Context: an optimization exercise on an open-source flow, tuned for small area, a short achievable clock period and few clock cycles per item. The choices shown serve that exercise and are no tape-out recipe. In this exercise RTL edits were held to simulation tests only and were not proved equivalent to the original.

Design zrf_hdr_dec, start of the top module:
module zrf_hdr_dec (
    input  wire         clk,
    input  wire         rst,           
    input  wire         in_valid,
    output wire         in_ready,
    input  wire [146:0] in_bits,       
    input  wire         exp_side,
    input  wire [3:0]   exp_layer,
    input  wire [2:0]   exp_spot,
    input  wire [23:0]  exp_rb,
    input  wire [5:0]   exp_frame,
    input  wire         chk_frame,     
    output reg          out_valid,
    input  wire         out_ready,
    output reg  [63:0]  out_info,      
    output reg  [1:0]   out_nerr,      
    output reg          out_fail,      
    output reg          out_match      
);
    localparam [3:0]  LAM   = 4'd9;
    localparam [63:0] INV16 = 64'h834a5c2f67bde910;    
    function automatic [3:0] gf16_mul(input [3:0] a, input [3:0] b);
        reg [6:0] p;
        begin
            p = ({7{b[0]}} & {3'd0, a}) ^ ({7{b[1]}} & {2'd0, a, 1'b0})
              ^ ({7{b[2]}} & {1'd0, a, 2'd0}) ^ ({7{b[3]}} & {a, 3'd0});
  ...
==> flow/config.mk <==
export PLATFORM = sky130hd
export DESIGN_NAME = zrf_hdr_dec
export DESIGN_NICKNAME = zrf_hdr_dec
export VERILOG_FILES = /design/flow/design.v
export SDC_FILE = /design/flow/constraint.sdc
export NUM_CORES = 4
export LEC_CHECK = 0
export CAP_MARGIN = 20
export CORE_MARGIN = 2
export CORE_UTILIZATION = 80
export CTS_BUF_LIST = sky130_fd_sc_hd__clkbuf_8 sky130_fd_sc_hd__clkbuf_16
export CTS_CLUSTER_DIAMETER = 100
export CTS_CLUSTER_SIZE = 20
export PLACE_DENSITY = 0.92
export SLEW_MARGIN = 20
export SYNTH_HIERARCHICAL = 1
export SYNTH_MINIMUM_KEEP_SIZE = 0
==> flow/constraint.sdc <==
create_clock -name core_clock -period 18.0 [get_ports {clk}]
set_input_delay 3.6000 -clock core_clock [delete_from_list [all_inputs] [get_ports {clk}]]
set_output_delay 3.6000 -clock core_clock [all_outputs]
set_load 0.01 [all_outputs]
standard.sh (not shown) runs the stock make flow with config.mk's settings and CLKGATE_MAP_FILE= SYNTH_SCRIPT=/design/flow/synth_recipe.tcl, a recipe that flattens the netlist after the stock synthesis.
==> flow/flow/run.sh <==
#!/bin/bash
# The standard layout (the standard.sh, standard synthesis included), with
# two changes: the port buffers that global placement inserts are buf_2 cells
# instead of the default clkdlybuf4s50_1, and timing repair aims for 13.2 ns of
# setup slack at the design's 18 ns clock, so that it also sizes the paths
# that set the achieved period.
set -euo pipefail
bash standard.sh BUFFER_PORTS_ARGS="-buffer_cell sky130_fd_sc_hd__buf_2" SETUP_SLACK_MARGIN=13.2 > standard.log 2>&1
The first run never finished: it broke off in global routing.
Testbench counts at the start, summed over its fixed seeds: cycles 2,432, items 2,400.
Rerun with:
--- a/flow/flow/run.sh
+++ b/flow/flow/run.sh
@@ -4 +4 @@
-# instead of the default clkdlybuf4s50_1, and timing repair aims for 13.2 ns of
+# instead of the default clkdlybuf4s50_1, and timing repair aims for 13 ns of
@@ -8 +8 @@
-bash standard.sh BUFFER_PORTS_ARGS="-buffer_cell sky130_fd_sc_hd__buf_2" SETUP_SLACK_MARGIN=13.2 > standard.log 2>&1
+bash standard.sh BUFFER_PORTS_ARGS="-buffer_cell sky130_fd_sc_hd__buf_2" SETUP_SLACK_MARGIN=13 > standard.log 2>&1
CORE_UTILIZATION = 40   (was 80)
CTS_CLUSTER_DIAMETER = 150   (was 100)
CTS_CLUSTER_SIZE = 30   (was 20)
PLACE_DENSITY = not set   (was 0.92)
The new run completed without violations.
Synthesized cell count is unchanged.
Synthesized area does not change.
Rerun with:
==> flow/flow/run.sh (replaced) <==
#!/bin/bash
# The standard layout (the standard.sh, standard synthesis included), with
# three changes: the port buffers that global placement inserts are buf_2
# cells instead of the default clkdlybuf4s50_1; timing repair aims for 13.2 ns
# of setup slack at the design's 18 ns clock, so that it also sizes the paths
# that set the achieved period; and after global routing the cells on the 30%
# of paths with the most slack are downsized (ORFS's RECOVER_POWER step).
set -euo pipefail
bash standard.sh BUFFER_PORTS_ARGS="-buffer_cell sky130_fd_sc_hd__buf_2" SETUP_SLACK_MARGIN=13.2 RECOVER_POWER=30 > standard.log 2>&1
CORE_UTILIZATION = 70   (was 40)
CTS_CLUSTER_DIAMETER = 100   (was 150)
CTS_CLUSTER_SIZE = 20   (was 30)
PLACE_DENSITY = 0.85   (was not set)
Outcome:
- With this change the flow finished but fails on max-capacitance violations, max-slew violations
- utilization climbs by 34 points
- clock skew climbs by 6.0 ps
- routed wire length drops by about 3%
Rerun with:
==> flow/run.sh (new file) <==
#!/bin/bash
# synth_recipe.tcl (not shown) runs the flow's synth.tcl, then flattens the netlist and writes it again
# the make line also repeats each setting of config.mk as NAME=value (left out here)
make -C /OpenROAD-flow-scripts/flow DESIGN_CONFIG=/design/flow/config.mk WORK_HOME=/design/flow/orfs CLKGATE_MAP_FILE= SYNTH_SCRIPT=/design/flow/synth_recipe.tcl finish
SETUP_SLACK_MARGIN = 5   (was not set)
removed: flow/flow/run.sh
removed: flow/standard.sh
After rerunning: The changed run completed with no timing, DRC or antenna violations. Fmax increases by a few percent. Core utilization decreases by 0.14 points.
Rerun with:
==> flow/flow/run.sh (new file) <==
#!/bin/bash
# The standard layout (the standard.sh, standard synthesis included), with
# two changes: the port buffers that global placement inserts are buf_2 cells
# instead of the default clkdlybuf4s50_1, and timing repair aims for 13 ns of
# setup slack at the design's 18 ns clock, so that it also sizes the paths
# that set the achieved period.
set -euo pipefail
bash standard.sh BUFFER_PORTS_ARGS="-buffer_cell sky130_fd_sc_hd__buf_2" SETUP_SLACK_MARGIN=13 > standard.log 2>&1
==> flow/standard.sh (new file) <==
#!/bin/bash
# synth_recipe.tcl (not shown) runs the flow's synth.tcl, then flattens the netlist and writes it again
# the make line also repeats each setting of config.mk as NAME=value (left out here)
make -C /OpenROAD-flow-scripts/flow DESIGN_CONFIG=/design/flow/config.mk WORK_HOME=/design/flow/orfs CLKGATE_MAP_FILE= SYNTH_SCRIPT=/design/flow/synth_recipe.tcl "${@:-finish}"
CORE_UTILIZATION = 40   (was 70)
CTS_BUF_LIST = sky130_fd_sc_hd__clkbuf_4 sky130_fd_sc_hd__clkbuf_8   (was sky130_fd_sc_hd__clkbuf_8 sky130_fd_sc_hd__clkbuf_16)
CTS_CLUSTER_DIAMETER = not set   (was 100)
CTS_CLUSTER_SIZE = not set   (was 20)
PLACE_DENSITY = not set   (was 0.85)
SETUP_SLACK_MARGIN = not set   (was 5)
removed: flow/run.sh
Global-route usage went down by 18 points; register-to-register slack gets better by 1800 ps; die area grows by 74%; maximum frequency rose by 34%; critical path depth came out lower by 16.
Rerun with:
--- a/flow/flow/run.sh
+++ b/flow/flow/run.sh
@@ -4 +4 @@
-# instead of the default clkdlybuf4s50_1, and timing repair aims for 13 ns of
+# instead of the default clkdlybuf4s50_1, and timing repair aims for 13.2 ns of
@@ -8 +8 @@
-bash standard.sh BUFFER_PORTS_ARGS="-buffer_cell sky130_fd_sc_hd__buf_2" SETUP_SLACK_MARGIN=13 > standard.log 2>&1
+bash standard.sh BUFFER_PORTS_ARGS="-buffer_cell sky130_fd_sc_hd__buf_2" SETUP_SLACK_MARGIN=13.2 > standard.log 2>&1
CORE_UTILIZATION = 70   (was 40)
CTS_CLUSTER_DIAMETER = 80   (was not set)
CTS_CLUSTER_SIZE = 16   (was not set)
PLACE_DENSITY = 0.85   (was not set)
=>
- setup slack improved by 120 ps
- via count increases by 4.0%
- first-iteration DRC count climbs by 43%
- worst hold slack gains 8.1 ps
- die area shrinks by 42%
- clock skew rose by 6.0 ps
- wire length decreases by 4.9%
- cell count went down by 12%
- non-clock buffer count rose by 17

== lane 1 ==
Starting RTL as in the previous note.
Settings: LEC_CHECK=0, CAP_MARGIN=20, CORE_MARGIN=2, CORE_UTILIZATION=40, SLEW_MARGIN=20, SYNTH_HIERARCHICAL=1, SYNTH_MINIMUM_KEEP_SIZE=0; clock period 18.0 ns.
==> flow/flow/run.sh <==
#!/bin/bash
# The standard layout (the standard.sh, standard synthesis included), with
# two changes: the port buffers that global placement inserts are buf_2 cells
# instead of the default clkdlybuf4s50_1, and timing repair aims for 13.4 ns of
# setup slack at the design's 18 ns clock, so that it also sizes the paths
# that set the achieved period.
set -euo pipefail
bash standard.sh BUFFER_PORTS_ARGS="-buffer_cell sky130_fd_sc_hd__buf_2" SETUP_SLACK_MARGIN=13.4 > standard.log 2>&1
Testbench counts of lane 1, summed over its fixed seeds: cycles 2,432, items 2,400.
[inputs] lane 2 vs lane 1
==> flow/flow/run.sh <==
#!/bin/bash
# The standard layout (the standard.sh, standard synthesis included), with
# two changes: the port buffers that global placement inserts are buf_2 cells
# instead of the default clkdlybuf4s50_1, and timing repair aims for 13.2 ns of
# setup slack at the design's 18 ns clock, so that it also sizes the paths
# that set the achieved period.
set -euo pipefail
bash standard.sh BUFFER_PORTS_ARGS="-buffer_cell sky130_fd_sc_hd__buf_2" SETUP_SLACK_MARGIN=13.2 > standard.log 2>&1
diff --git a/flow/config.mk b/flow/config.mk
--- a/flow/config.mk
+++ b/flow/config.mk
@@ -6,8 +6,13 @@
 export NUM_CORES = 4
 export LEC_CHECK = 0
-export CAP_MARGIN = 20
+export CAP_MARGIN = 10
 export CORE_MARGIN = 2
-export CORE_UTILIZATION = 40
-export SLEW_MARGIN = 20
+export CORE_UTILIZATION = 60
+export CTS_BUF_LIST = sky130_fd_sc_hd__clkbuf_8 sky130_fd_sc_hd__clkbuf_16
+export CTS_CLUSTER_DIAMETER = 100
+export CTS_CLUSTER_SIZE = 20
+export GPL_TIMING_DRIVEN = 1
+export PLACE_DENSITY = 0.75
+export SLEW_MARGIN = 10
 export SYNTH_HIERARCHICAL = 1
 export SYNTH_MINIMUM_KEEP_SIZE = 0
- Having completed the whole flow, lane 2 delivered a layout that passed the timing, design-rule and antenna checks.
- Path depth of the worst reg2reg path for lane 2: 1 down relative to lane 1
- For the die area, lane 2 came in 32000 sq um lower than lane 1 did.
- On lane 2: final area is 2400 sq um lower than what lane 1 gave.
Input-level comparison between lane 3 and lane 2:
==> flow/config.mk <==
export PLATFORM = sky130hd
export DESIGN_NAME = zrf_hdr_dec
export DESIGN_NICKNAME = zrf_hdr_dec
export VERILOG_FILES = /design/flow/design.v
export SDC_FILE = /design/flow/constraint.sdc
export NUM_CORES = 4
export LEC_CHECK = 0
export CAP_MARGIN = 20
export CORE_MARGIN = 2
export CORE_UTILIZATION = 70
export CTS_BUF_LIST = sky130_fd_sc_hd__clkbuf_8 sky130_fd_sc_hd__clkbuf_16
export CTS_CLUSTER_DIAMETER = 100
export CTS_CLUSTER_SIZE = 20
export PLACE_DENSITY = 0.85
export SLEW_MARGIN = 20
export SYNTH_HIERARCHICAL = 1
export SYNTH_MINIMUM_KEEP_SIZE = 0
## What came out
After detailed routing, lane 2 needs less wire than lane 3.
Delta (lane 3 minus lane 2): utilization climbed 10 points, die area shrank by about 14%.
Compared with lane 2, lane 3 shows a higher final worst slack.
Lane 3 vs. lane 2: sum of met3 wire segment lengths after detailed routing picked up an extra 1000 um; via count picked up an extra 2.7%.

## try-umber
zrf_hdr_dec again, from the RTL that the note above started with.
Design zrf_hdr_dec, start of the top module:
module zrf_hdr_dec (
    input  wire         clk,
    input  wire         rst,           
    input  wire         in_valid,
    output wire         in_ready,
    input  wire [146:0] in_bits,       
    input  wire         exp_side,
    input  wire [3:0]   exp_layer,
    input  wire [2:0]   exp_spot,
    input  wire [23:0]  exp_rb,
    input  wire [5:0]   exp_frame,
    input  wire         chk_frame,     
    output reg          out_valid,
    input  wire         out_ready,
    output reg  [63:0]  out_info,      
    output reg  [1:0]   out_nerr,      
    output reg          out_fail,      
    output reg          out_match      
);
==> flow/config.mk <==
export PLATFORM = sky130hd
export DESIGN_NAME = zrf_hdr_dec
export DESIGN_NICKNAME = zrf_hdr_dec
export VERILOG_FILES = /design/flow/design.v
export SDC_FILE = /design/flow/constraint.sdc
export NUM_CORES = 4
export LEC_CHECK = 0
export CAP_MARGIN = 20
export CORE_MARGIN = 2
export CORE_UTILIZATION = 60
export CTS_BUF_LIST = sky130_fd_sc_hd__clkbuf_8 sky130_fd_sc_hd__clkbuf_16
export CTS_CLUSTER_DIAMETER = 100
export CTS_CLUSTER_SIZE = 20
export PLACE_DENSITY = 0.75
export SLEW_MARGIN = 20
export SYNTH_HIERARCHICAL = 1
export SYNTH_MINIMUM_KEEP_SIZE = 0
==> flow/constraint.sdc <==
create_clock -name core_clock -period 18.0 [get_ports {clk}]
set_input_delay 3.6000 -clock core_clock [delete_from_list [all_inputs] [get_ports {clk}]]
set_output_delay 3.6000 -clock core_clock [all_outputs]
set_load 0.01 [all_outputs]
==> flow/flow/run.sh <==
#!/bin/bash
# The standard layout (the standard.sh, standard synthesis included), with
# two changes: the port buffers that global placement inserts are buf_2 cells
# instead of the default clkdlybuf4s50_1, and timing repair aims for 13.2 ns of
# setup slack at the design's 18 ns clock, so that it also sizes the paths
# that set the achieved period.
set -euo pipefail
bash standard.sh BUFFER_PORTS_ARGS="-buffer_cell sky130_fd_sc_hd__buf_2" SETUP_SLACK_MARGIN=13.2 > standard.log 2>&1
Testbench counts of try-umber, summed over its fixed seeds: cycles 2,432, items 2,400.
> inputs changed (try-umber -> try-tundra)
==> flow/flow/run.sh <==
#!/bin/bash
# The standard layout (the standard.sh, standard synthesis included), with
# two changes: the port buffers that global placement inserts are buf_2 cells
# instead of the default clkdlybuf4s50_1, and timing repair aims for 13 ns of
# setup slack at the design's 18 ns clock, so that it also sizes the paths
# that set the achieved period.
set -euo pipefail
bash standard.sh BUFFER_PORTS_ARGS="-buffer_cell sky130_fd_sc_hd__buf_2" SETUP_SLACK_MARGIN=13 > standard.log 2>&1
-- flow/config.mk --
<<< try-umber, line 9
export CORE_MARGIN = 2
export CORE_UTILIZATION = 60
export CTS_BUF_LIST = sky130_fd_sc_hd__clkbuf_8 sky130_fd_sc_hd__clkbuf_16
export CTS_CLUSTER_DIAMETER = 100
export CTS_CLUSTER_SIZE = 20
export PLACE_DENSITY = 0.75
export SLEW_MARGIN = 20
>>> try-tundra, line 9
export CORE_MARGIN = 2
export CORE_UTILIZATION = 40
export SLEW_MARGIN = 20
Diff try-umber -> try-tundra: weighted congestion at the end of routability-driven global placement lost 7.5%; layout cell share with drive strength beyond 1 lost 0.24 points. Going from try-umber to try-tundra, non-clock buffer count shrank by a little under 10%. Delta (try-tundra minus try-umber): signed area change from the synthesized netlist to the final layout went up by 2.4 points.
Edits applied to the flow inputs when going from try-tundra to try-indigo:
==> flow/flow/run.sh <==
#!/bin/bash
# The standard layout (the standard.sh, standard synthesis included), with
# two changes: the port buffers that global placement inserts are buf_2 cells
# instead of the default clkdlybuf4s50_1, and timing repair aims for 13.2 ns of
# setup slack at the design's 18 ns clock, so that it also sizes the paths
# that set the achieved period.
set -euo pipefail
bash standard.sh BUFFER_PORTS_ARGS="-buffer_cell sky130_fd_sc_hd__buf_2" SETUP_SLACK_MARGIN=13.2 > standard.log 2>&1
-- flow/config.mk --
<<< try-tundra, line 9
export CORE_MARGIN = 2
export CORE_UTILIZATION = 40
export SLEW_MARGIN = 20
>>> try-indigo, line 9
export CORE_MARGIN = 2
export CORE_UTILIZATION = 70
export CTS_BUF_LIST = sky130_fd_sc_hd__clkbuf_8 sky130_fd_sc_hd__clkbuf_16
export CTS_CLUSTER_DIAMETER = 100
export CTS_CLUSTER_SIZE = 30
export PLACE_DENSITY = 0.85
export SLEW_MARGIN = 20
## What came out
- Both conditions hold for try-indigo: the flow ran to the end and the final layout passed the timing, design-rule and antenna checks.
- Global routing met2 resource utilization was lower in try-tundra than in try-indigo.
Inputs modified between try-indigo and try-pepper:
==> flow/config.mk <==
export PLATFORM = sky130hd
export DESIGN_NAME = zrf_hdr_dec
export DESIGN_NICKNAME = zrf_hdr_dec
export VERILOG_FILES = /design/flow/design.v
export SDC_FILE = /design/flow/constraint.sdc
export NUM_CORES = 4
export LEC_CHECK = 0
export ABC_CLOCK_PERIOD_IN_PS = 4000
export CAP_MARGIN = 20
export CORE_MARGIN = 2
export CORE_UTILIZATION = 60
export CTS_BUF_LIST = sky130_fd_sc_hd__clkbuf_8 sky130_fd_sc_hd__clkbuf_16
export CTS_CLUSTER_DIAMETER = 100
export CTS_CLUSTER_SIZE = 20
export PLACE_DENSITY = 0.75
export SLEW_MARGIN = 20
export SYNTH_HIERARCHICAL = 1
export SYNTH_MINIMUM_KEEP_SIZE = 0
### Flow results
Wire length of the first global-routing pass across try-indigo and try-pepper: no real change. Looking at number of standard cells in the final layout excluding fillers, try-pepper sits 180 higher than try-indigo does. Going from try-indigo to try-pepper, overall global routing resource usage fell 5.4 points, multi-input gate area in the final layout about even. Status: final worst-path cycle share parity (try-indigo, try-pepper). Highest clock frequency the design can meet improves in try-pepper relative to try-indigo.
Edits applied to the flow inputs when going from try-pepper to try-ember:
==> flow/config.mk <==
export PLATFORM = sky130hd
export DESIGN_NAME = zrf_hdr_dec
export DESIGN_NICKNAME = zrf_hdr_dec
export VERILOG_FILES = /design/flow/design.v
export SDC_FILE = /design/flow/constraint.sdc
export NUM_CORES = 4
export LEC_CHECK = 0
export CAP_MARGIN = 20
export CORE_MARGIN = 2
export CORE_UTILIZATION = 40
export CTS_BUF_LIST = sky130_fd_sc_hd__clkbuf_8 sky130_fd_sc_hd__clkbuf_16
export CTS_CLUSTER_DIAMETER = 100
export CTS_CLUSTER_SIZE = 20
export SLEW_MARGIN = 20
export SYNTH_HIERARCHICAL = 1
export SYNTH_MINIMUM_KEEP_SIZE = 0
### Flow results
- Compare try-ember and try-pepper | overall global routing resource usage higher: try-pepper
- try-ember reports its destination of the critical timing path as out_info[4] while try-pepper reports out_match.
- Area of the multi-input gates | try-ember above try-pepper
- try-ember vs try-pepper — filler-free cell count of the finished design rose 8.4%.
#### Input delta (try-raven over try-ember)
==> flow/flow/run.sh <==
#!/bin/bash
# The standard layout (the standard.sh, standard synthesis included), with
# two changes: the port buffers that global placement inserts are buf_2 cells
# instead of the default clkdlybuf4s50_1, and timing repair aims for 13.3 ns of
# setup slack at the design's 18 ns clock, so that it also sizes the paths
# that set the achieved period.
set -euo pipefail
bash standard.sh BUFFER_PORTS_ARGS="-buffer_cell sky130_fd_sc_hd__buf_2" SETUP_SLACK_MARGIN=13.3 > standard.log 2>&1
-- flow/config.mk --
<<< try-ember, line 9
export CORE_MARGIN = 2
export CORE_UTILIZATION = 40
export CTS_BUF_LIST = sky130_fd_sc_hd__clkbuf_8 sky130_fd_sc_hd__clkbuf_16
>>> try-raven, line 9
export CORE_MARGIN = 2
export CORE_UTILIZATION = 60
export CTS_BUF_LIST = sky130_fd_sc_hd__clkbuf_8 sky130_fd_sc_hd__clkbuf_16
<<< try-ember, line 13
export CTS_CLUSTER_SIZE = 20
export SLEW_MARGIN = 20
>>> try-raven, line 13
export CTS_CLUSTER_SIZE = 20
export PLACE_DENSITY = 0.75
export SLEW_MARGIN = 20
--- outcome ---
- Required time of the worst setup path delta (try-raven -> try-ember): insignificant
- Fraction of standard cell area that is sequential (higher): try-raven
- Compared with try-ember, try-raven shows a routed wire length that is 3500 um lower.
- Clock skew delta for try-raven relative to try-ember: 18 ps higher
- Compared with try-ember, try-raven shows a number of setup buffers added after CTS that is 6 higher.
- Layout cell share with drive strength beyond 1: try-raven vs try-ember up 0.64 points
- ~same sequential cell area in try-raven and try-ember

[separate check: timing with driven ports]
How much do the figures lean on ideal ports? The routed layouts below were timed once more, with nothing changed but the port constraints.
Step 1 assumes that a clkbuf_16 drives the clock port and a buf_2 every other input.
Step 2, shift: input delay + t, output delay - t, t = (earliest + latest rising clock arrival at the registers) / 2. This alone moves slack from input paths to output paths.
Three values: ideal ports, drivers, drivers and shift; two values: the first two.
| run | t, ns | slack for setup (ns) | clock arrival spread, ns |
|---|---|---|---|
| the second run of note 1 | 0.665 | 13.042 / 12.994 / 13.042 | 0.027 / 0.027 |
| the third run of note 1 | 0.621 | 11.166 / 11.166 / 11.166 | 0.033 / 0.033 |
| the fourth run of note 1 | 0.645 | 11.320 / 11.320 / 11.320 | 0.037 / 0.037 |
| the fifth run of note 1 | 0.744 | 13.006 / 12.944 / 13.071 | 0.042 / 0.041 |
| the sixth run of note 1 | 0.699 | 13.127 / 13.073 / 13.136 | 0.043 / 0.044 |
| lane 1 | 0.693 | 13.037 / 12.967 / 13.007 | 0.028 / 0.028 |
| lane 2 | 0.641 | 13.197 / 13.132 / 13.008 | 0.035 / 0.035 |
| lane 3 | 0.621 | 13.219 / 13.160 / 13.137 | 0.031 / 0.031 |
| try-umber | 0.641 | 13.197 / 13.132 / 13.008 | 0.035 / 0.035 |
| try-tundra | 0.682 | 13.062 / 13.004 / 13.062 | 0.026 / 0.026 |
| try-indigo | 0.647 | 13.177 / 13.118 / 13.149 | 0.030 / 0.029 |
| try-pepper | 0.641 | 13.197 / 13.132 / 13.008 | 0.035 / 0.035 |
| try-ember | 0.629 | 13.134 / 13.071 / 13.046 | 0.022 / 0.023 |
| try-raven | 0.641 | 13.172 / 13.113 / 13.152 | 0.039 / 0.040 |
